This is an optimization exercise on Yosys and OpenROAD, whose aim is small area and a short achievable clock period, not a production implementation.
Only simulation tests tie the RTL to the original design; equivalence was not proved.
No activity file was given, so power comes from the tool's default toggle rates.

$ cat flow/config.mk
export PLATFORM = sky130hd
export DESIGN_NAME = la_writeback
export DESIGN_NICKNAME = la_writeback
export VERILOG_FILES = /design/flow/design.v
export SDC_FILE = /design/flow/constraint.sdc
export NUM_CORES = 4
export LEC_CHECK = 0
export ABC_AREA = 1
export CAP_MARGIN = 20
export CELL_PAD_IN_SITES_DETAIL_PLACEMENT = 1
export CELL_PAD_IN_SITES_GLOBAL_PLACEMENT = 2
export CORE_MARGIN = 2
export CORE_UTILIZATION = 40
export CTS_CLUSTER_DIAMETER = 120
export CTS_CLUSTER_SIZE = 24
export GPL_ROUTABILITY_DRIVEN = 1
export SLEW_MARGIN = 20
$ cat flow/constraint.sdc
create_clock -name core_clock -period 26.0 [get_ports {clk}]
set_input_delay 5.2000 -clock core_clock [delete_from_list [all_inputs] [get_ports {clk}]]
set_output_delay 5.2000 -clock core_clock [all_outputs]
set_load 0.01 [all_outputs]
$ cat flow/design.v
module la_wb_pos #(
    parameter HI = 1
) (
    input  wire [127:0] x,
    output wire [6:0]   pos,
    output wire         nz
);
    wire [127:0] vl [0:7];
    wire [895:0] pl [0:7];
    assign vl[0] = x;
    assign pl[0] = 896'd0;
    genvar k, j;
    generate
        for (k = 0; k < 7; k = k + 1) begin : lvl
            for (j = 0; j < (128 >> (k + 1)); j = j + 1) begin : node
                wire vh = vl[k][2*j+1];
                wire vo = vl[k][2*j];
                wire [6:0] ph = pl[k][(2*j+1)*7 +: 7];
                wire [6:0] po = pl[k][(2*j)*7 +: 7];
                assign vl[k+1][j] = vh | vo;
                if (HI) begin : hi
                    assign pl[k+1][j*7 +: 7] = vh ? (ph | (7'd1 << k)) : po;
                end else begin : lo
                    assign pl[k+1][j*7 +: 7] = vo ? po : (ph | (7'd1 << k));
                end
            end
            assign vl[k+1][127:(128 >> (k + 1))] = 0;
            assign pl[k+1][895:(128 >> (k + 1))*7] = 0;
        end
    endgenerate
    assign pos = pl[7][6:0];
    assign nz  = vl[7][0];
endmodule
module la_wb_cmp (
    input  wire [31:0] a,
    input  wire [31:0] b,
    output wire        lt,
    output wire        eq
);
    wire [31:0] l [0:5];
    wire [31:0] e [0:5];
    assign l[0] = ~a & b;
    assign e[0] = ~(a ^ b);
    genvar k, j;
    generate
        for (k = 0; k < 5; k = k + 1) begin : lvl
            for (j = 0; j < (32 >> (k + 1)); j = j + 1) begin : node
                assign l[k+1][j] = l[k][2*j+1] | (e[k][2*j+1] & l[k][2*j]);
                assign e[k+1][j] = e[k][2*j+1] & e[k][2*j];
            end
            assign l[k+1][31:(32 >> (k + 1))] = 0;
            assign e[k+1][31:(32 >> (k + 1))] = 0;
        end
    endgenerate
    assign lt = l[5][0];
    assign eq = e[5][0];
endmodule
module la_writeback (
    input  wire         clk,
    input  wire         rst,
    input  wire         in_valid,
    input  wire [1:0]   in_cls,      
    input  wire         in_sat,      
    input  wire [127:0] in_v,        
    input  wire [9:0]   in_g,        
    input  wire [7:0]   in_oshift,   
    input  wire [3:0]   in_dfmt,     
    input  wire [1:0]   in_rnd,      
    input  wire         in_ovf,      
    input  wire [31:0]  in_r,        
    output reg          out_valid,
    output reg  [31:0]  out_d,
    output reg  [2:0]   out_flags    
);
    localparam F_FP32 = 3'd0;
    localparam F_BF16 = 3'd1;
    localparam F_FP16 = 3'd2;
    localparam F_E4M3 = 3'd3;
    localparam F_E5M2 = 3'd4;
    localparam F_INT  = 3'd5;
    reg         s0_valid;
    reg [1:0]   s0_cls;
    reg         s0_sat;
    reg [127:0] s0_v;
    reg [9:0]   s0_g;
    reg [7:0]   s0_osh;
    reg [3:0]   s0_dfmt;
    reg [1:0]   s0_rnd;
    reg         s0_ovf;
    reg [31:0]  s0_r;
    always @(posedge clk) begin
        if (rst)
            s0_valid <= 1'b0;
        else
            s0_valid <= in_valid;
        s0_cls  <= in_cls;
        s0_sat  <= in_sat;
        s0_v    <= in_v;
        s0_g    <= in_g;
        s0_osh  <= in_oshift;
        s0_dfmt <= in_dfmt;
        s0_rnd  <= in_rnd;
        s0_ovf  <= in_ovf;
        s0_r    <= in_r;
    end
    reg  [2:0] fa;           
    reg  [4:0] ta;           
    reg  [7:0] biasa;
    always @(*) begin
        case (s0_dfmt)
            4'h1:    begin fa = F_BF16; ta = 5'd7;  biasa = 8'd127; end
            4'h2:    begin fa = F_FP16; ta = 5'd10; biasa = 8'd15;  end
            4'h3:    begin fa = F_E4M3; ta = 5'd3;  biasa = 8'd7;   end
            4'h4:    begin fa = F_E5M2; ta = 5'd2;  biasa = 8'd15;  end
            4'h9:    begin fa = F_INT;  ta = 5'd0;  biasa = 8'd0;   end
            default: begin fa = F_FP32; ta = 5'd23; biasa = 8'd127; end
        endcase
    end
    wire ia = (fa == F_INT);
    wire         nega = s0_v[127];
    wire [127:0] ua   = s0_v ^ {128{nega}};      
    wire [6:0] pu, tz;
    wire       u_nz, v_nz;
    la_wb_pos #(.HI(1)) u_lead  (.x(ua), .pos(pu), .nz(u_nz));
    la_wb_pos #(.HI(0)) u_trail (.x(s0_v), .pos(tz), .nz(v_nz));
    wire signed [12:0] e_x  = {{3{s0_g[9]}}, s0_g} + {{5{s0_osh[7]}}, s0_osh};
    wire signed [12:0] kfl  = 13'sd1 - $signed({5'd0, biasa}) - e_x;    
    wire signed [12:0] kint = 13'sd32 - e_x;                            
    wire signed [12:0] ebs  = e_x + $signed({5'd0, biasa});
    wire               nrm  = $signed({6'd0, pu}) >= kfl;
    wire               m1   = nega & ~u_nz;    
    wire signed [12:0] as_s = kfl - $signed({8'd0, ta}) + 13'sd32;
    wire [7:0] a_s   = (|as_s[12:8]) ? 8'hFF : as_s[7:0];
    wire [7:0] a_int = (|kint[12:8]) ? 8'hFF : kint[7:0];
    wire [7:0] a_n   = {1'b0, pu} + (8'd32 - {3'd0, ta});
    wire [7:0] a     = ia ? a_int : (nrm ? a_n : a_s);
    reg         sa_valid;
    reg [127:0] sa_u;
    reg [7:0]   sa_a;
    reg [6:0]   sa_tz;
    reg [6:0]   sa_pu;
    reg [10:0]  sa_ebs;
    reg         sa_m1;
    reg         sa_nrm;
    reg [2:0]   sa_f;
    reg [1:0]   sa_cls;
    reg         sa_sat;
    reg         sa_zero;
    reg         sa_neg;
    reg [1:0]   sa_rnd;
    reg         sa_ovf;
    reg [31:0]  sa_r;
    always @(posedge clk) begin
        if (rst)
            sa_valid <= 1'b0;
        else
            sa_valid <= s0_valid;
        sa_u    <= ua;
        sa_a    <= a;
        sa_tz   <= tz;
        sa_pu   <= pu;
        sa_ebs  <= ebs[10:0];
        sa_m1   <= m1;
        sa_nrm  <= nrm;
        sa_f    <= fa;
        sa_cls  <= s0_cls;
        sa_sat  <= s0_sat;
        sa_zero <= ~v_nz;
        sa_neg  <= nega;
        sa_rnd  <= s0_rnd;
        sa_ovf  <= s0_ovf;
        sa_r    <= s0_r;
    end
    wire [191:0] x0 = {sa_u, {64{sa_neg}}};
    wire [191:0] x1 = sa_a[7] ? {128'd0, x0[191:128]} : x0;
    wire [126:0] x2 = sa_a[6] ? x1[190:64] : x1[126:0];
    wire [94:0]  x3 = sa_a[5] ? x2[126:32] : x2[94:0];
    wire [78:0]  x4 = sa_a[4] ? x3[94:16]  : x3[78:0];
    wire [70:0]  x5 = sa_a[3] ? x4[78:8]   : x4[70:0];
    wire [66:0]  x6 = sa_a[2] ? x5[70:4]   : x5[66:0];
    wire [64:0]  x7 = sa_a[1] ? x6[66:2]   : x6[64:0];
    wire [63:0]  y  = sa_a[0] ? x7[64:1]   : x7[63:0];
    wire signed [11:0] efa = $signed({5'd0, sa_pu}) + $signed({sa_ebs[10], sa_ebs}) - $signed({11'd0, sa_m1});
    wire [7:0]         sa_ef = sa_nrm ? efa[7:0] : 8'd0;
    reg [8:0] eflim;
    always @(*) begin
        case (sa_f)
            F_FP16, F_E5M2: eflim = 9'd31;
            F_E4M3:         eflim = 9'd16;
            default:        eflim = 9'd255;
        endcase
    end
    wire sa_hg = (sa_f == F_INT) ? (efa + $signed({11'd0, sa_m1}) >= 12'sd32) :
                 (sa_nrm && (efa >= $signed({3'd0, eflim})));
    wire [31:0] kept = y[63:32];
    wire [31:0] frac = y[31:0];
    wire [8:0] tz9  = {2'd0, sa_tz};
    wire       cw   = sa_neg & ((tz9 + 9'd64) >= {1'b0, sa_a});
    wire       stk  = (tz9 + 9'd33) < {1'b0, sa_a};
    wire       inx  = (tz9 + 9'd32) < {1'b0, sa_a};
    wire       f31  = &frac[30:0];
    wire       cy   = cw & f31 & frac[31];       
    wire       rbit = frac[31] ^ (cw & f31);
    wire       lsb  = y[32] ^ cy;
    wire        sr_lt, sr_eq;
    la_wb_cmp u_srcmp (.a(sa_r), .b(frac), .lt(sr_lt), .eq(sr_eq));
    wire        srup = (sr_lt | (cw & sr_eq)) & ~cy;
    reg up;
    always @(*) begin
        case (sa_rnd)
            2'd1:    up = 1'b0;
            2'd2:    up = srup;
            default: up = rbit & (stk | lsb);
        endcase
    end
    wire ibb = (sa_f == F_INT);
    reg [31:0] base;
    reg        eqb, gtb;     
    always @(*) begin
        case (sa_f)
            F_BF16: begin
                base = {17'd0, sa_ef, y[38:32]};
                eqb  = (sa_ef == 8'd254) && (&y[38:32]);
                gtb  = 1'b0;
            end
            F_FP16: begin
                base = {17'd0, sa_ef[4:0], y[41:32]};
                eqb  = (sa_ef[4:0] == 5'd30) && (&y[41:32]);
                gtb  = 1'b0;
            end
            F_E4M3: begin
                base = {25'd0, sa_ef[3:0], y[34:32]};
                eqb  = (sa_ef[3:0] == 4'd15) && (y[34:32] == 3'b110);
                gtb  = (sa_ef[3:0] == 4'd15) && (y[34:32] == 3'b111);
            end
            F_E5M2: begin
                base = {25'd0, sa_ef[4:0], y[33:32]};
                eqb  = (sa_ef[4:0] == 5'd30) && (&y[33:32]);
                gtb  = 1'b0;
            end
            F_INT: begin
                base = kept ^ {32{sa_neg}};
                eqb  = 1'b0;
                gtb  = 1'b0;
            end
            default: begin
                base = {1'b0, sa_ef, y[54:32]};
                eqb  = (sa_ef == 8'd254) && (&y[54:32]);
                gtb  = 1'b0;
            end
        endcase
    end
    reg         sb_valid;
    reg [31:0]  sb_base;
    reg         sb_up, sb_cy, sb_rbit, sb_inx, sb_eqb, sb_gtb;
    reg         sb_k31, sb_kall, sb_kany;
    reg         sb_hg;
    reg [2:0]   sb_f;
    reg [1:0]   sb_cls;
    reg         sb_sat;
    reg         sb_zero;
    reg         sb_neg;
    reg [1:0]   sb_rnd;
    reg         sb_ovf;
    always @(posedge clk) begin
        if (rst)
            sb_valid <= 1'b0;
        else
            sb_valid <= sa_valid;
        sb_base <= base;
        sb_up   <= up | cy;
        sb_cy   <= cy;
        sb_rbit <= rbit;
        sb_inx  <= inx;
        sb_eqb  <= eqb;
        sb_gtb  <= gtb;
        sb_k31  <= kept[31];
        sb_kall <= &kept[30:0];
        sb_kany <= |kept[30:0];
        sb_hg   <= sa_hg;
        sb_f    <= sa_f;
        sb_cls  <= sa_cls;
        sb_sat  <= sa_sat;
        sb_zero <= sa_zero;
        sb_neg  <= sa_neg;
        sb_rnd  <= sa_rnd;
        sb_ovf  <= sa_ovf;
    end
    wire ib = (sb_f == F_INT);
    wire [31:0] rsum = sb_base + {31'd0, sb_up ^ (ib & sb_neg)};
    wire fp_ovf = sb_hg || sb_gtb || (sb_eqb && sb_up) ||
                  (!sb_cy && (sb_rnd == 2'd1) && sb_eqb && sb_inx) ||
                  (!sb_cy && (sb_rnd == 2'd0) && sb_eqb && sb_rbit && !sb_up);
    wire int_ovf = sb_hg ||
                   (!sb_neg && (sb_k31 || (sb_kall && sb_up))) ||
                   ( sb_neg && sb_k31 && (sb_kany || sb_up));
    reg        has_inf;
    reg [31:0] sign_bit, big_bits, inf_bits, nan_bits;
    always @(*) begin
        has_inf = 1'b1;
        case (sb_f)
            F_BF16: begin sign_bit = 32'h0000_8000; big_bits = 32'h0000_7F7F; inf_bits = 32'h0000_7F80; nan_bits = 32'h0000_7FC0; end
            F_FP16: begin sign_bit = 32'h0000_8000; big_bits = 32'h0000_7BFF; inf_bits = 32'h0000_7C00; nan_bits = 32'h0000_7E00; end
            F_E4M3: begin sign_bit = 32'h0000_0080; big_bits = 32'h0000_007E; inf_bits = 32'h0000_007F; nan_bits = 32'h0000_007F; has_inf = 1'b0; end
            F_E5M2: begin sign_bit = 32'h0000_0080; big_bits = 32'h0000_007B; inf_bits = 32'h0000_007C; nan_bits = 32'h0000_007E; end
            F_INT:  begin sign_bit = 32'h8000_0000; big_bits = 32'h7FFF_FFFF; inf_bits = 32'h7FFF_FFFF; nan_bits = 32'h8000_0000; end
            default: begin sign_bit = 32'h8000_0000; big_bits = 32'h7F7F_FFFF; inf_bits = 32'h7F80_0000; nan_bits = 32'h7FC0_0000; end
        endcase
    end
    wire        x_neg     = (sb_cls == 2'd0) ? sb_neg : (sb_cls == 2'd3);
    wire [31:0] sgn       = x_neg ? sign_bit : 32'd0;
    wire [31:0] int_clamp = x_neg ? 32'h8000_0000 : 32'h7FFF_FFFF;
    reg [31:0] d;
    reg [2:0]  flags;
    always @(*) begin
        d     = 32'd0;
        flags = 3'b000;
        if (sb_cls == 2'd1) begin
            d     = nan_bits;
            flags = ib ? 3'b110 : 3'b100;
        end else if (sb_sat) begin
            d     = ib ? int_clamp : (sgn | big_bits);
            flags = 3'b001;
        end else if (sb_cls != 2'd0) begin
            if (ib) begin
                d     = int_clamp;
                flags = 3'b010;
            end else if (sb_ovf) begin
                d     = sgn | big_bits;
                flags = 3'b001;
            end else if (has_inf) begin
                d     = sgn | inf_bits;
                flags = 3'b000;
            end else begin
                d     = nan_bits;
                flags = 3'b110;
            end
        end else if (sb_zero) begin
            d     = 32'd0;
            flags = 3'b000;
        end else if (ib) begin
            d     = int_ovf ? int_clamp : rsum;
            flags = {2'b00, int_ovf};
        end else if (fp_ovf) begin
            if (has_inf && (sb_rnd != 2'd1) && !sb_ovf)
                d = sgn | inf_bits;
            else
                d = sgn | big_bits;
            flags = 3'b001;
        end else begin
            d     = sgn | rsum;
            flags = 3'b000;
        end
    end
    always @(posedge clk) begin
        if (rst)
            out_valid <= 1'b0;
        else
            out_valid <= sb_valid;
        out_d     <= d;
        out_flags <= flags;
    end
endmodule
$ cat flow/flow/run.sh
#!/bin/bash
set -euo pipefail
bash standard.sh \
    SETUP_SLACK_MARGIN=19.7 \
    "BUFFER_PORTS_ARGS=-buffer_cell sky130_fd_sc_hd__buf_1" \
    finish > flow.log 2>&1
$ cat flow/standard.sh
#!/bin/bash
# synth_recipe.tcl (not shown) runs the flow's synth.tcl, then flattens the netlist and writes it again
# the make line also repeats each setting of config.mk as NAME=value (left out here)
make -C /OpenROAD-flow-scripts/flow DESIGN_CONFIG=/design/flow/config.mk WORK_HOME=/design/flow/orfs CLKGATE_MAP_FILE= SYNTH_SCRIPT=/design/flow/synth_recipe.tcl "${@:-finish}"
==> results of run 1 <==
-- routing by layer --
metal / share of wire (%) / vias to the layer above / track usage, %
met2: 43 / 896 / 49.5
li1: - / 14600 / -
met1: 47 / 14300 / 45.1
met4: 5.0 / 0 / 13.4
met5: 0 / - / 0
met3: 5.1 / 174 / 2.97
-- layout make-up --
class	instances	area (sq um)
Clock inverter	7	139
Sequential cell	485	9740
Fill cell	9534	41100
Inverter	468	1770
Tap cell	959	1200
Clock buffer	28	658
Multi-Input combinational cell	3199	17100
Timing Repair Buffer	252	1170
-- state kept, by name (all words and copies together), names as in the netlist, 8 cells and up --
register,cells
sa_ebs,11
sa_u,127
sb_base,32
s0_osh,8
out_d,32
sa_r,32
s0_v,128
sa_a,8
s0_g,10
s0_r,32
-- timing repair --
item,in CTS,in global routing
resized for setup,44,20
setup endpoints to repair,36,34
pin swaps,0,0
-- through the flow --
step | total power [uW] | cells | hold WS, ps | worst slack (ps) | cell area, sq um
global route | 3930 | 5398 | 330 | 19670 | 31800
global placement | 3120 | 5362 | 312 | 20250 | 30800
floorplan | 2430 | 4317 | 310 | 20470 | 29400
finish | 3650 | 5398 | 326 | 19720 | 31800
CTS | 3620 | 5397 | 314 | 19680 | 31700
detailed placement | 3150 | 5362 | 313 | 20090 | 30800
-- cells in the final DEF (no fill, tap or decap), types with 28 or more instances in the layout --
| master | netlist | routed |
|---|---|---|
| nand4_1 | 36 | 36 |
| o21ai_1 | 28 | 28 |
| nor3_1 | 55 | 55 |
| xnor2_1 | 74 | 74 |
| o211ai_1 | 59 | 59 |
| ha_1 | 142 | 142 |
| o21ai_0 | 181 | 181 |
| nand3_1 | 836 | 836 |
| nand2_1 | 980 | 980 |
| a21oi_1 | 171 | 171 |
| xor2_1 | 112 | 112 |
| inv_1 | 448 | 448 |
| buf_1 | 44 | 190 |
| dfxtp_1 | 485 | 464 |
| nor2_1 | 306 | 305 |
-- worst min-delay path by stage --
stage          startpoint        end  cells past startpoint
3_3_place_gp    s0_cls[1]  sa_cls[1]                      0
2_1_floorplan   s0_cls[0]  sa_cls[0]                      0
6_report          s0_r[0]    sa_r[0]                      0
5_1_grt         sa_cls[0]  sb_cls[0]                      0
4_1_cts         sa_cls[0]  sb_cls[0]                      0
3_5_place_dp     s0_r[18]   sa_r[18]                      0
-- where the power goes --
group | internal, uW | total (uW) | switching [uW] | leakage, uW
registers | 836 | 930 | 93.6 | 0.00408
clock network | 198 | 465 | 267 | 0.000381
logic | 647 | 2250 | 1610 | 0.0103
-- cell families (layout without fill, tap and decap cells) --
kind of cell    after synthesis  after routing  synth area share [%]
compound gates              562            562                  11.3
fa+ha+maj                   148            148                  6.46
simple gates               2300           2300                  34.7
xor+xnor                    189            189                  5.71
flops                       485            485                  33.0
buf+inv                     633            755                  8.87
==> reports/metrics.yaml, run 1 <==
detailed_routing:
  wirelength_microns: 123000
  postRouteAntennaNets: 0
  wl_per_cell_microns: 22.8
  first_pass_iters: 6
  vias: 29900
  via_per_inst: 5.55
  drtIter0Drc: 2262
  drc: 0
logic_synthesis:
  synthTopCellsByArea: "dfxtp_1 33%, nand3_1 14%, nand2_1 13%"
  yosysUniqueCellTypes: 65
  postSynthCellCount: 4317
  synth-seq-area-share_pct: 33.0
  synthFlopType: "dfxtp_1"
  synth.most_common_cell: "nand2_1"
  syn_area_sq_um: 29400
  ys_warn_count: 4
  yosys-top-cells-count: "980 x nand2_1, 836 x nand3_1, 485 x dfxtp_1"
  synth_top_area_share_pct: 33.0
  synth_edf_count: 0
  synth_fp_nets: 4656
  avgSynthCellArea_sq_um: 6.81
  yosysTopAreaCell: "dfxtp_1"
  ys_seq_elements: 485
  async_flop_share_pct: 0
floorplan:
  die_w_microns: 275
  num_rows: 99
  initial_core_util_pct: 40.3
  core_sq_um: 72800
  boundaryPins: 227
  die_y_microns: 275
  die-area_sq_um: 75600
power_and_ir_drop:
  p_leak_uw: 0.0147
  peakVddDrop_mv: 0.0902
  pwr_density_cell_nw_per_um2: 115
critical_path:
  cp-end-kind: "output pin"
  critPathMaxStageDelay_ps: 330
  worstReg2RegEnd: "sa_a[6]"
  worst_ep_arrival_time_ps: 1080
  endpoint: "out_d[14]"
  critPathTopFamily: "flip-flops"
  path_buf_inv: 1
  reg2regPathDepth: 25
  critPathLaunchType: "flip-flop"
  worstSetupPathType: "reg -> out"
  crit_cells: 1
  path_max_fanout: 1
  worst_path_max_delay_cell: "dfxtp_1"
  rr_startpoint: "s0_v[127]"
  setup.worst_path.start: "out_d[14]"
  r2r_slack_ps: 20290
  cp_cell_sequence: "buf_2"
  worstPathRequired_ps: 20800
clock_tree:
  post_cts_buffers: 0
  clockBufferDepth: 3
  clk_latency_ps: 650
  numCtsBuffers: 26
  clockRootBuffer: "clkbuf_16"
  clkSlewWorstSetupHoldPaths_ps: 100
  htreeDepth: 1
  cts_tree: "yes"
  hold_buffers: 0
  cts_sinks: 485
global_routing:
  grt.total_usage_pct: 31.9
  antenna_found_initial: 6
  overflow: 0
  grt_pass1_wl_microns: 184000
  first_global_vias: 29300
  grt_max_degree: 76
cells_and_area:
  finalCoreUtilization_pct: 43.6
  layout-drive-gt1-share_pct: 4.30
  num_antenna_cells: 0
  layout.nets: 4771
  area_delta_synth_final_pct: 8.06
sta:
  worst_pin_slew_ps: 1240
  hold_viol: 0
  rsz0062_at_grt: "true"
  relSlewSlack_pct: 16.9
  setup_viol: 0
  final.min_clock_period_ps: 6280
  timing.final.crit_share_pct: 24.1
  setup_tns_ps: 0
  maxSlewViolCount: 0
  skew_ps: 43.0
  max_freq_mhz: 159
placement:
  io_buffers: 226
  hpwl_microns: 101000
  gp_congestion: 1.02
worst_hold_path:
  hp-class: "reg -> reg"
flow_run:
  maxCapViolations: 0
run_status:
  status: "complete, no violations"
==> run 2: changes to the inputs <==
--- a/flow/config.mk
+++ b/flow/config.mk
@@ -8,8 +8,8 @@
 export ABC_AREA = 1
 export CAP_MARGIN = 20
-export CELL_PAD_IN_SITES_DETAIL_PLACEMENT = 1
-export CELL_PAD_IN_SITES_GLOBAL_PLACEMENT = 2
+export CELL_PAD_IN_SITES_DETAIL_PLACEMENT = 0
+export CELL_PAD_IN_SITES_GLOBAL_PLACEMENT = 1
 export CORE_MARGIN = 2
-export CORE_UTILIZATION = 40
+export CORE_UTILIZATION = 50
 export CTS_CLUSTER_DIAMETER = 120
 export CTS_CLUSTER_SIZE = 24
==> run 2 against run 1 <==
Synthesized cell count stayed put. Clock-buffer cell count shrank 2. Flip-flop and latch count did not move. Die area decreased by 20%. Largest cell class unchanged. Non-clock buffer count grew 1. Clock power down about 10%. Worst setup slack gained 21 ps. Synthesized area unchanged. Final area down 1.5%. Sequential power decreased by 1%. Routed wire length is 16% lower. Still clean. Register-to-register slack improved by 80 ps.
==> reports/metrics.yaml, run 2 <==
power_and_ir_drop:
  finalPower_uw: 3480  # -4.6%
  seq_power_share_pct: 26.4  # +0.9 points
  p_leak_uw: 0.0147  # -0.48%
  peakVddDrop_mv: 0.0850  # -5.8%
  p_switching_uw: 1830  # -6.9%
  pwr_density_cell_nw_per_um2: 111  # -3.2%
  intPower_uw: 1650  # -1.9%
  power_frac_clock_pct: 12.0  # -0.8 points
  swShare_pct: 52.6  # -1.3 points
  comb_power_share_pct: 61.6  # -0.2 points
placement:
  hpwl_microns: 84400  # -16%
  place_area_sq_um: 30600  # -0.77%
  gp_congestion: 1.02  # -0.44%
  io_buffers: 226  # unchanged
critical_path:
  critPathLaunchType: "flip-flop"
  r2r_slack_ps: 20370  # +80 ps
  cp-end-kind: "output pin"
  worstPathRequired_ps: 20800  # about the same
  rr_startpoint: "s0_v[127]"
  setup.worst_path.start: "out_d[1]"
  critPathMaxStageDelay_ps: 330  # about the same
  reg2regPathDepth: 26  # +4.0%
  path_buf_inv: 1  # unchanged
  worstSetupPathType: "reg -> out"
  worst_ep_arrival_time_ps: 1060  # -20 ps
  crit_cells: 1  # unchanged
  endpoint: "out_d[1]"
  cp_cell_sequence: "buf_2"
  worstReg2RegEnd: "sa_a[2]"
  path_max_fanout: 1  # unchanged
  worst_path_max_delay_cell: "dfxtp_2"
  critPathTopFamily: "flip-flops"
sta:
  setup_viol: 0  # unchanged
  setup_tns_ps: 0  # unchanged
  whs_ps: 322  # -3.15 ps
  relSlewSlack_pct: 26.5  # +9.6 points
  timing.final.crit_share_pct: 24.1  # -0.081 points
  rsz0062_at_grt: "false"
  max_freq_mhz: 160  # +0.34%
  worst_pin_slew_ps: 1090  # -145 ps
  skew_ps: 16.0  # -27.0 ps
  maxSlewViolCount: 0  # unchanged
  final.min_clock_period_ps: 6260  # -21.1 ps
  hold_viol: 0  # unchanged
detailed_routing:
  postRouteAntennaNets: 0  # unchanged
  vias: 29400  # -1.8%
  first_pass_iters: 6  # unchanged
  via_per_inst: 5.65  # +1.9%
  drc: 0  # unchanged
  wl_per_cell_microns: 19.9  # -13%
  wirelength_microns: 104000  # -16%
  drtIter0Drc: 3302  # +46%
floorplan:
  initial_core_util_pct: 50.7  # +10 points
  num_rows: 88  # -11%
  die-area_sq_um: 60700  # -20%
  die_w_microns: 246  # -10%
  die_y_microns: 246  # -10%
  boundaryPins: 227  # unchanged
  core_sq_um: 57900  # -20%
logic_synthesis:
  synth_edf_count: 0  # unchanged
  synth-seq-area-share_pct: 33.0  # unchanged
  ys_seq_elements: 485  # unchanged
  synthTopCellsByArea: "dfxtp_1 33%, nand3_1 14%, nand2_1 13%"
  yosysUniqueCellTypes: 65  # unchanged
  syn_area_sq_um: 29400  # unchanged
  async_flop_share_pct: 0  # unchanged
  yosys-top-cells-count: "980 x nand2_1, 836 x nand3_1, 485 x dfxtp_1"
  synthFlopType: "dfxtp_1"
  postSynthCellCount: 4317  # unchanged
  ys_warn_count: 4  # unchanged
  yosysTopAreaCell: "dfxtp_1"
  synth.most_common_cell: "nand2_1"
  synth_top_area_share_pct: 33.0  # unchanged
  avgSynthCellArea_sq_um: 6.81  # unchanged
  synth_fp_nets: 4656  # unchanged
cells_and_area:
  largest_register: "s0_v"
  area_delta_synth_final_pct: 6.49
  final_common_cell: "nand2_1"
  layout.nets: 4770  # -0.021%
  largest_reg_flops: 128  # unchanged
  layout-drive-gt1-share_pct: 3.99  # -0.31 points
  layout_common_cells: "980 x nand2_1, 836 x nand3_1, 473 x dfxtp_1"
  finalCoreUtilization_pct: 54.0  # +10 points
  num_antenna_cells: 0  # unchanged
  top_regs: "s0_v x128, sa_u x127"
  final_area_sq_um: 31300  # -1.5%
worst_hold_path:
  holdPathStages: 0  # unchanged
  hp-class: "reg -> reg"
clock_tree:
  post_cts_buffers: 0  # unchanged
  numCtsBuffers: 24  # -7.7%
  ctsResizeCount: 11  # -75%
  clkSlewWorstSetupHoldPaths_ps: 100  # about the same
  cts_tree: "yes"
  clk_latency_ps: 610  # -40 ps
  hold_buffers: 0  # unchanged
  htreeDepth: 1  # unchanged
  cts_sinks: 485  # unchanged
  clockRootBuffer: "clkbuf_16"
  clockBufferDepth: 3  # unchanged
flow_run:
  maxCapViolations: 0  # unchanged
global_routing:
  antenna_found_initial: 1  # -5
  grt_max_degree: 77  # +1.3%
  grt_pass1_wl_microns: 158000  # -14%
  grt.total_usage_pct: 33.6  # +1.7 points
  overflow: 0  # unchanged
  first_global_vias: 27100  # -7.5%
run_status:
  status: "complete, no violations"
run 2: worst min path at each step:
stage,startpoint,to,slack (ps)
4_1_cts,s0_rnd[0],sa_rnd[0],330
3_3_place_gp,sa_sat,sb_sat,310
5_1_grt,s0_r[26],sa_r[26],330
2_1_floorplan,s0_cls[0],sa_cls[0],310
3_5_place_dp,s0_r[17],sa_r[17],310
6_report,s0_r[17],sa_r[17],320
run 2: metrics by stage:
stage,instances,worst slack [ps]
global route,5199,19700
CTS,5199,19700
global placement,5170,20160
detailed placement,5170,20030
finish,5199,19740
floorplan,4317,20470
run 2: kinds of logic (layout without fill, tap and decap cells):
family / after synthesis / after routing / share of synthesized area (%)
flip-flops: 485 / 485 / 33.0
AO/OA/AOI/OAI: 562 / 562 / 11.3
AND/OR/NAND/NOR: 2300 / 2300 / 34.7
buffers and inverters: 633 / 750 / 8.87
adder cells (fa/ha/maj): 148 / 148 / 6.46
XOR/XNOR: 189 / 189 / 5.71
run 2: layer usage:
| metal | vias to the layer above | wire (microns) | global-route usage (%) |
|---|---|---|---|
| li1 | 14600 | - | - |
| met1 | 13500 | 47000 | 48.4 |
| met2 | 1195 | 43300 | 50.4 |
| met3 | 176 | 9770 | 6.38 |
| met4 | 2 | 3620 | 10.4 |
| met5 | - | 13 | 0 |
run 2: cell type report:
type / instances / area [sq um]
Timing Repair Buffer: 253 / 1100
Clock inverter: 3 / 51.3
Multi-Input combinational cell: 3199 / 17100
Inverter: 468 / 1760
Sequential cell: 485 / 9730
Fill cell: 5987 / 26600
Clock buffer: 26 / 618
Tap cell: 765 / 957
run 2: power groups by stage:
stage          Sequential (uW)  Clock [uW]  Combinational (uW)
6_report                   918         417                2140
3_3_place_gp               932           0                2090
2_1_floorplan              897           0                1530
3_5_place_dp               931           0                2090
5_1_grt                    925         450                2390
4_1_cts                    914         427                2100
==> run 3: changes to the inputs <==
--- a/flow/design.v
+++ b/flow/design.v
@@ -251,9 +251,15 @@
         endcase
     end
+    wire upc = up | cy;
+    wire fp_ovf = sa_hg || gtb || (eqb && upc) ||
+                  (!cy && (sa_rnd == 2'd1) && eqb && inx) ||
+                  (!cy && (sa_rnd == 2'd0) && eqb && rbit && !upc);
+    wire int_ovf = sa_hg ||
+                   (!sa_neg && (kept[31] || ((&kept[30:0]) && upc))) ||
+                   ( sa_neg && kept[31] && ((|kept[30:0]) || upc));
     reg         sb_valid;
     reg [31:0]  sb_base;
-    reg         sb_up, sb_cy, sb_rbit, sb_inx, sb_eqb, sb_gtb;
-    reg         sb_k31, sb_kall, sb_kany;
-    reg         sb_hg;
+    reg         sb_cin;      
+    reg         sb_wov;      
     reg [2:0]   sb_f;
     reg [1:0]   sb_cls;
@@ -261,5 +267,5 @@
     reg         sb_zero;
     reg         sb_neg;
-    reg [1:0]   sb_rnd;
+    reg         sb_rtz;
     reg         sb_ovf;
     always @(posedge clk) begin
@@ -269,14 +275,6 @@
             sb_valid <= sa_valid;
         sb_base <= base;
-        sb_up   <= up | cy;
-        sb_cy   <= cy;
-        sb_rbit <= rbit;
-        sb_inx  <= inx;
-        sb_eqb  <= eqb;
-        sb_gtb  <= gtb;
-        sb_k31  <= kept[31];
-        sb_kall <= &kept[30:0];
-        sb_kany <= |kept[30:0];
-        sb_hg   <= sa_hg;
+        sb_cin  <= upc ^ (ibb & sa_neg);
+        sb_wov  <= ibb ? int_ovf : fp_ovf;
         sb_f    <= sa_f;
         sb_cls  <= sa_cls;
@@ -284,15 +282,9 @@
         sb_zero <= sa_zero;
         sb_neg  <= sa_neg;
-        sb_rnd  <= sa_rnd;
+        sb_rtz  <= (sa_rnd == 2'd1);
         sb_ovf  <= sa_ovf;
     end
     wire ib = (sb_f == F_INT);
-    wire [31:0] rsum = sb_base + {31'd0, sb_up ^ (ib & sb_neg)};
-    wire fp_ovf = sb_hg || sb_gtb || (sb_eqb && sb_up) ||
-                  (!sb_cy && (sb_rnd == 2'd1) && sb_eqb && sb_inx) ||
-                  (!sb_cy && (sb_rnd == 2'd0) && sb_eqb && sb_rbit && !sb_up);
-    wire int_ovf = sb_hg ||
-                   (!sb_neg && (sb_k31 || (sb_kall && sb_up))) ||
-                   ( sb_neg && sb_k31 && (sb_kany || sb_up));
+    wire [31:0] rsum = sb_base + {31'd0, sb_cin};
     reg        has_inf;
     reg [31:0] sign_bit, big_bits, inf_bits, nan_bits;
@@ -340,8 +332,8 @@
             flags = 3'b000;
         end else if (ib) begin
-            d     = int_ovf ? int_clamp : rsum;
-            flags = {2'b00, int_ovf};
-        end else if (fp_ovf) begin
-            if (has_inf && (sb_rnd != 2'd1) && !sb_ovf)
+            d     = sb_wov ? int_clamp : rsum;
+            flags = {2'b00, sb_wov};
+        end else if (sb_wov) begin
+            if (has_inf && !sb_rtz && !sb_ovf)
                 d = sgn | inf_bits;
             else
==> run 3 against run 2 <==
Still clean on timing, DRC and antenna. Synthesized cell count fell by 0.49%. Combinational power rose by 7%. Final area is 0.63% lower. Core utilization is 0.14 points lower. Clock power shrank 2%. First-iteration DRC count increased by 3.3%. Register-to-register slack got worse by 180 ps. Synthesized area is 0.57% lower. Hold slack gained 10 ps. Maximum frequency fell by 0.12%. Sequential power shrank 0.7%. Worst setup slack worse by 7.6 ps. Critical path type unchanged. Largest cell class unchanged.
==> reports/metrics.yaml, run 3 <==
run_status:
  status: "complete, no violations"
floorplan:
  die_w_microns: 246  # -0.28%
  die_y_microns: 246  # -0.28%
  die-area_sq_um: 60400  # -0.56%
  initial_core_util_pct: 50.6  # -0.097 points
  boundaryPins: 227  # unchanged
  core_sq_um: 57700  # -0.38%
  num_rows: 88  # unchanged
global_routing:
  antenna_found_initial: 4  # +3
  overflow: 0  # unchanged
  grt_max_degree: 88  # +14%
  grt.total_usage_pct: 32.7  # -0.95 points
  grt_pass1_wl_microns: 154000  # -2.6%
  first_global_vias: 26500  # -2.2%
logic_synthesis:
  yosysUniqueCellTypes: 71  # +9.2%
  synthFlopType: "dfxtp_1"
  avgSynthCellArea_sq_um: 6.80  # about the same
  synth.most_common_cell: "nand2_1"
  synth_top_area_share_pct: 32.6  # -0.43 points
  syn_area_sq_um: 29200  # -0.57%
  ys_seq_elements: 476  # -1.9%
  ys_warn_count: 4  # unchanged
  postSynthCellCount: 4296  # -0.49%
  async_flop_share_pct: 0  # unchanged
  synth-seq-area-share_pct: 32.6  # -0.43 points
  synth_edf_count: 0  # unchanged
  synthTopCellsByArea: "dfxtp_1 33%, nand2_1 13%, nand3_1 12%"
  yosys-top-cells-count: "981 x nand2_1, 707 x nand3_1, 476 x dfxtp_1"
  synth_fp_nets: 4642  # -0.30%
  yosysTopAreaCell: "dfxtp_1"
detailed_routing:
  first_pass_iters: 6  # unchanged
  vias: 29200  # -0.82%
  postRouteAntennaNets: 0  # unchanged
  via_per_inst: 5.64  # -0.20%
  wirelength_microns: 101000  # -2.5%
  wl_per_cell_microns: 19.6  # -1.9%
  drc: 0  # unchanged
  drtIter0Drc: 3412  # +3.3%
cells_and_area:
  layout_common_cells: "981 x nand2_1, 707 x nand3_1, 460 x dfxtp_1"
  area_delta_synth_final_pct: 6.43  # about the same
  layout.nets: 4745  # -0.52%
  multi_input_area_sq_um: 17000  # -0.46%
  largest_register: "s0_v"
  layout-drive-gt1-share_pct: 3.50  # -0.49 points
  num_antenna_cells: 0  # unchanged
  top_regs: "s0_v x128, sa_u x127"
  n_fill_cell: 6071  # +1.4%
  final_cells: 5167  # -0.62%
  final_common_cell: "nand2_1"
  largest_reg_flops: 128  # unchanged
  ff_latch_area_sq_um: 9550  # -1.8%
critical_path:
  reg2regPathDepth: 30  # +15%
  path_buf_inv: 1  # unchanged
  critPathLaunchType: "flip-flop"
  cp-end-kind: "output pin"
  worstPathRequired_ps: 20800  # about the same
  worstReg2RegEnd: "sa_a[5]"
  r2r_slack_ps: 20190  # -180 ps
  cp_cell_sequence: "buf_6"
  worst_ep_arrival_time_ps: 1060  # about the same
  critPathMaxStageDelay_ps: 340  # about the same
  worstSetupPathType: "reg -> out"
  rr_startpoint: "s0_v[127]"
  path_max_fanout: 1  # unchanged
  critPathTopFamily: "flip-flops"
  worst_path_max_delay_cell: "dfxtp_2"
clock_tree:
  clk_latency_ps: 620  # about the same
  htreeDepth: 1  # unchanged
  clockRootBuffer: "clkbuf_16"
  post_cts_buffers: 0  # unchanged
  numCtsBuffers: 24  # unchanged
  clkSlewWorstSetupHoldPaths_ps: 100  # about the same
  hold_buffers: 0  # unchanged
  cts_sinks: 476  # -1.9%
  cts_tree: "yes"
  clockBufferDepth: 3  # unchanged
placement:
  io_buffers: 226  # unchanged
  gp_congestion: 0.996  # -1.9%
  hpwl_microns: 81400  # -3.5%
  placed_cells_incl_taps: 5138  # -0.62%
sta:
  whs_ps: 332  # +10.0 ps
  skew_ps: 20.8  # +4.72 ps
  worst_pin_slew_ps: 985  # -106 ps
  timing.final.crit_share_pct: 24.1  # +0.029 points
  rsz0062_at_grt: "false"
  hold_viol: 0  # unchanged
  setup_tns_ps: 0  # unchanged
  setup_viol: 0  # unchanged
  maxSlewViolCount: 0  # unchanged
  final.min_clock_period_ps: 6260  # +7.60 ps
  max_freq_mhz: 160  # -0.12%
  relSlewSlack_pct: 33.4  # +6.9 points
power_and_ir_drop:
  pwr_density_cell_nw_per_um2: 116  # +4.7%
  peakVddDrop_mv: 0.0819  # -3.7%
  p_leak_uw: 0.0144  # -2.0%
worst_hold_path:
  min_delay_worst_endpoint: "sa_r[11]"
  min_from: "s0_r[11]"
  hp-class: "reg -> reg"
  holdPathStages: 0  # unchanged
flow_run:
  maxCapViolations: 0  # unchanged
-- run 3: cell types whose count changed in the layout (fill, tap and decap cells not counted), moves of 11 or more --
cell	before	now
nor2_1	305	318
dfxtp_1	473	460
o21ai_0	181	239
clkbuf_2	24	6
o21ai_1	28	47
o211ai_1	59	44
buf_2	12	23
nand3_1	836	707
-- run 3: per-stage QoR --
stage / utilization (%) / setup slack, ps / cell area (sq um) / power, uW
global placement: 52.5 / 19430 / 30300 / 3150
global route: 53.9 / 19700 / 31100 / 3920
finish: 53.9 / 19740 / 31100 / 3620
CTS: 53.7 / 19700 / 31000 / 3580
floorplan: - / 20470 / 29200 / 2540
detailed placement: 52.5 / 19440 / 30300 / 3160
-- run 3: what timing repair did --
item | CTS | global route
setup endpoints to repair | 38 | 25
pin swaps | 0 | 0
resized for setup | 34 | 27
-- run 3: where the power goes --
part	total (uW)	switching, uW	internal, uW
Sequential	912	92.2	820
Combinational	2300	1610	690
Clock	409	239	170
Total	3620	1940	1680
-- run 3: kinds of logic after synthesis --
logic type	count (synthesis)	share of synthesized area (%)
simple gates	2183	32.8
mux	5	0.171
buf+inv	645	9.31
compound gates	647	12.8
flops	476	32.6
fa+ha+maj	155	6.79
xor+xnor	185	5.57
-- run 3: how the worst max path moves through the flow --
| stage | start | to | slack, ps | cells past startpoint |
|---|---|---|---|---|
| 2_1_floorplan | out_d[0] | out_d[0] | 20470 | 0 |
| 3_3_place_gp | s0_v[127] | sa_a[4] | 19430 | 23 |
| 3_5_place_dp | s0_v[127] | sa_a[5] | 19440 | 31 |
| 4_1_cts | out_d[0] | out_d[0] | 19700 | 1 |
| 5_1_grt | out_d[15] | out_d[15] | 19700 | 1 |
| 6_report | out_d[0] | out_d[0] | 19740 | 1 |
-- run 3: final cells by class --
cell class	count	share of cell area, %
multi-input cells	3175	54.6
flip-flops and latches	476	30.7
inverters	470	5.70
repair buffers	252	3.70
well taps	765	3.08
clock buffers	25	1.94
clock inverters	4	0.209
-- run 3: routing by layer --
metal  vias up  track usage (%)  part of all wire [%]
met5         -                0                     0
met4         0             15.0                   5.2
met3       191             4.93                   8.3
met2      1261             48.5                    42
met1     13300             46.4                    45
li1      14400                -                     -
==> run 4: changes to the inputs <==
==> flow/run.sh (new file) <==
#!/bin/bash
# synth_recipe.tcl (not shown) runs the flow's synth.tcl, then flattens the netlist and writes it again
# the make line also repeats each setting of config.mk as NAME=value (left out here)
make -C /OpenROAD-flow-scripts/flow DESIGN_CONFIG=/design/flow/config.mk WORK_HOME=/design/flow/orfs CLKGATE_MAP_FILE= SYNTH_SCRIPT=/design/flow/synth_recipe.tcl finish
--- a/flow/config.mk
+++ b/flow/config.mk
@@ -15,3 +15,4 @@
 export CTS_CLUSTER_SIZE = 24
 export GPL_ROUTABILITY_DRIVEN = 1
+export SETUP_SLACK_MARGIN = 5
 export SLEW_MARGIN = 20
removed: flow/flow/run.sh
removed: flow/standard.sh
==> run 4 against run 3 <==
Via count about the same. Routed wire length is 0.24% lower. Clock-buffer cell count did not move. First-iteration DRC count decreased by 2.0%. Final area up 4.1%. Worst setup slack got worse by 410 ps. Non-clock buffer count grew 1. Clock skew rose by 6.0 ps. Die area did not move. Critical path type unchanged.
==> reports/metrics.yaml, run 4 <==
run_status:
  status: "complete, no violations"
global_routing:
  grt_max_degree: 84  # -4.5%
  antenna_found_initial: 0  # -4
  met2_usage_pct: 49.4  # +0.86 points
  overflow: 0  # unchanged
  top_usage_layer: "met2"
  first_global_vias: 26400  # -0.42%
  grt.total_usage_pct: 32.6  # -0.054 points
  use_met3_pct: 4.56  # -0.37 points
  grt_pass1_wl_microns: 154000  # +0.30%
  grt_util_met1_pct: 46.8  # +0.37 points
floorplan:
  die_y_microns: 246  # unchanged
  die-area_sq_um: 60400  # unchanged
  core_sq_um: 57700  # unchanged
  die_w_microns: 246  # unchanged
  boundaryPins: 227  # unchanged
  num_rows: 88  # unchanged
  initial_core_util_pct: 50.6  # unchanged
clock_tree:
  ctsResizeCount: 0  # -100%
  post_cts_buffers: 0  # unchanged
  cts_sinks: 476  # unchanged
  hold_buffers: 0  # unchanged
  numCtsBuffers: 24  # unchanged
  cts_tree: "yes"
  clockRootBuffer: "clkbuf_16"
  clkSlewWorstSetupHoldPaths_ps: 90  # about the same
  clockBufferDepth: 3  # unchanged
  clk_latency_ps: 610  # about the same
  htreeDepth: 1  # unchanged
cells_and_area:
  layout.nets: 4746  # +0.021%
  area_delta_synth_final_pct: 10.8
  multi_input_area_sq_um: 17000  # about the same
  num_antenna_cells: 0  # unchanged
  ff_latch_area_sq_um: 9540  # -0.12%
  final_area_sq_um: 32400  # +4.1%
  final_common_cell: "nand2_1"
  layout_common_cells: "981 x nand2_1, 707 x nand3_1, 469 x dfxtp_1"
  layout-drive-gt1-share_pct: 2.50  # -1.0 points
  largest_reg_flops: 128  # unchanged
  top_regs: "s0_v x128, sa_u x127"
  finalCoreUtilization_pct: 56.1  # +2.2 points
  n_fill_cell: 5797  # -4.5%
  largest_register: "s0_v"
logic_synthesis:
  yosys-top-cells-count: "981 x nand2_1, 707 x nand3_1, 476 x dfxtp_1"
  synth_fp_nets: 4642  # unchanged
  synth.most_common_cell: "nand2_1"
  synthFlopType: "dfxtp_1"
  synth_edf_count: 0  # unchanged
  ys_seq_elements: 476  # unchanged
  yosysUniqueCellTypes: 71  # unchanged
  avgSynthCellArea_sq_um: 6.80  # unchanged
  syn_area_sq_um: 29200  # unchanged
  synth_top_area_share_pct: 32.6  # unchanged
  yosysTopAreaCell: "dfxtp_1"
  ys_warn_count: 4  # unchanged
  synthTopCellsByArea: "dfxtp_1 33%, nand2_1 13%, nand3_1 12%"
  async_flop_share_pct: 0  # unchanged
  postSynthCellCount: 4296  # unchanged
  synth-seq-area-share_pct: 32.6  # unchanged
power_and_ir_drop:
  comb_power_share_pct: 63.9  # +0.4 points
  power_frac_clock_pct: 11.2  # about the same
  p_switching_uw: 1930  # -0.35%
  intPower_uw: 1710  # +1.6%
  pwr_density_cell_nw_per_um2: 112  # -3.5%
  peakVddDrop_mv: 0.0763  # -6.7%
  seq_power_share_pct: 25.0  # -0.2 points
  swShare_pct: 53.1  # -0.48 points
  p_leak_uw: 0.0149  # +3.5%
critical_path:
  cp_cell_sequence: "clkdlybuf4s50_1"
  worst_ep_arrival_time_ps: 1480  # +420 ps
  critPathTopFamily: "buffers and inverters"
  path_buf_inv: 1  # unchanged
  reg2regPathDepth: 22  # -27%
  worstPathRequired_ps: 20800  # about the same
  critPathMaxStageDelay_ps: 530  # +190 ps
  critPathLaunchType: "flip-flop"
  path_max_fanout: 1  # unchanged
  worstSetupPathType: "reg -> out"
  crit_cells: 1  # unchanged
  cp-end-kind: "output pin"
  worst_path_max_delay_cell: "clkdlybuf4s50_1"
placement:
  io_buffers: 226  # unchanged
  place_area_sq_um: 31700  # +4.7%
  hpwl_microns: 81000  # -0.53%
  gp_congestion: 1.05  # +5.4%
sta:
  final.min_clock_period_ps: 6680  # +411 ps
  max_freq_mhz: 150  # -6.2%
  setup_viol: 0  # unchanged
  setup_tns_ps: 0  # unchanged
  timing.final.crit_share_pct: 25.7  # +1.6 points
  relSlewSlack_pct: 30.3  # -3.1 points
  worst_pin_slew_ps: 1050  # +60.5 ps
  maxSlewViolCount: 0  # unchanged
  hold_viol: 0  # unchanged
  skew_ps: 26.7  # +5.96 ps
  rsz0062_at_grt: "false"
flow_run:
  maxCapViolations: 0  # unchanged
detailed_routing:
  drtIter0Drc: 3343  # -2.0%
  first_pass_iters: 6  # unchanged
  drc: 0  # unchanged
  postRouteAntennaNets: 0  # unchanged
  wl_per_cell_microns: 19.5  # -0.26%
  vias: 29200  # +0.041%
  wirelength_microns: 101000  # -0.24%
  via_per_inst: 5.64  # about the same
worst_hold_path:
  hp-class: "reg -> reg"
  holdPathStages: 0  # unchanged
run 4: changes by cell type in the layout (fill, tap and decap cells not counted), moves of 8 or more:
cell,previous run,this run
buf_6,8,0
dfxtp_2,15,6
buf_2,23,0
buf_1,190,0
clkdlybuf4s50_1,0,226
dfxtp_1,460,469
run 4: layer usage:
layer,vias to the layer above,share of wire [%]
li1,14500,-
met1,13200,45
met2,1313,42
met3,223,8.3
met4,0,4.5
met5,-,0
run 4: layout make-up:
cell class / count / share of cell area (%)
Multi-Input combinational cell: 3175 / 52.4
Clock inverter: 4 / 0.197
Tap cell: 765 / 2.96
Inverter: 470 / 5.48
Clock buffer: 25 / 1.87
Sequential cell: 476 / 29.5
Timing Repair Buffer: 253 / 7.61
run 4: worst paths after layout:
kind	from	endpoint	slack (ps)
worst max-delay path	out_d[8]	out_d[8]	19320
worst min-delay path	s0_r[12]	sa_r[12]	320
worst max register to register	s0_v[127]	sa_a[4]	19460
worst min register to register	s0_r[12]	sa_r[12]	320
run 4: kinds of logic (layout without fill, tap and decap cells):
group           count (synthesis)  count (layout)  synth area share, %
flops                         476             476                 32.6
simple gates                 2183            2183                 32.8
xor+xnor                      185             185                 5.57
compound gates                647             647                 12.8
mux                             5               5                0.171
buf+inv                       645             752                 9.31
fa+ha+maj                     155             155                 6.79
run 4: metrics by stage:
| step | total power, uW | hold slack (ps) | setup slack, ps | instances |
|---|---|---|---|---|
| after detailed placement | 3180 | 312 | 19560 | 5139 |
| after global placement | 3180 | 311 | 19660 | 5139 |
| after floorplan | 2540 | 310 | 20470 | 4296 |
| after global routing | 3940 | 327 | 18870 | 5168 |
| final | 3640 | 322 | 19320 | 5168 |
| after CTS | 3590 | 326 | 19300 | 5168 |
run 4: power by group through the flow:
stage,logic [uW],clock network [uW],registers (uW)
floorplan,1670,0,879
global placement,2250,0,922
detailed placement,2260,0,922
CTS,2270,420,905
global route,2580,445,915
finish,2320,407,908

==> re-timing with driven ports <==
The results above use ideal ports. As a check the final layouts listed here were re-extracted and re-timed, cells and wires unchanged. Step 1: set_driving_cell puts a clkbuf_16 on clk and a buf_2 on each other input, an assumption about the parent block. Step 2 adds t to the input delays and takes it off the output delays; t is the mean of the earliest and latest rising clock arrival at the registers after step 1. Input paths then give back, and output paths get back, about the clock's delay inside the block. a / b / c = no drivers / after step 1 / after step 2; a / b = the first two.
run	t (ns)	slack for setup (ns)	worst setup path after step 2	worst data-port slew with drivers (ns)
run 1	0.697	19.722 / 19.653 / 20.286	register to register	0.06
run 2	0.659	19.743 / 19.682 / 20.341	register to output	0.07
run 3	0.669	19.735 / 19.674 / 20.186	register to register	0.06
run 4	0.663	19.324 / 19.262 / 19.464	register to register	0.07
After both steps setup and hold are still met in every run listed.
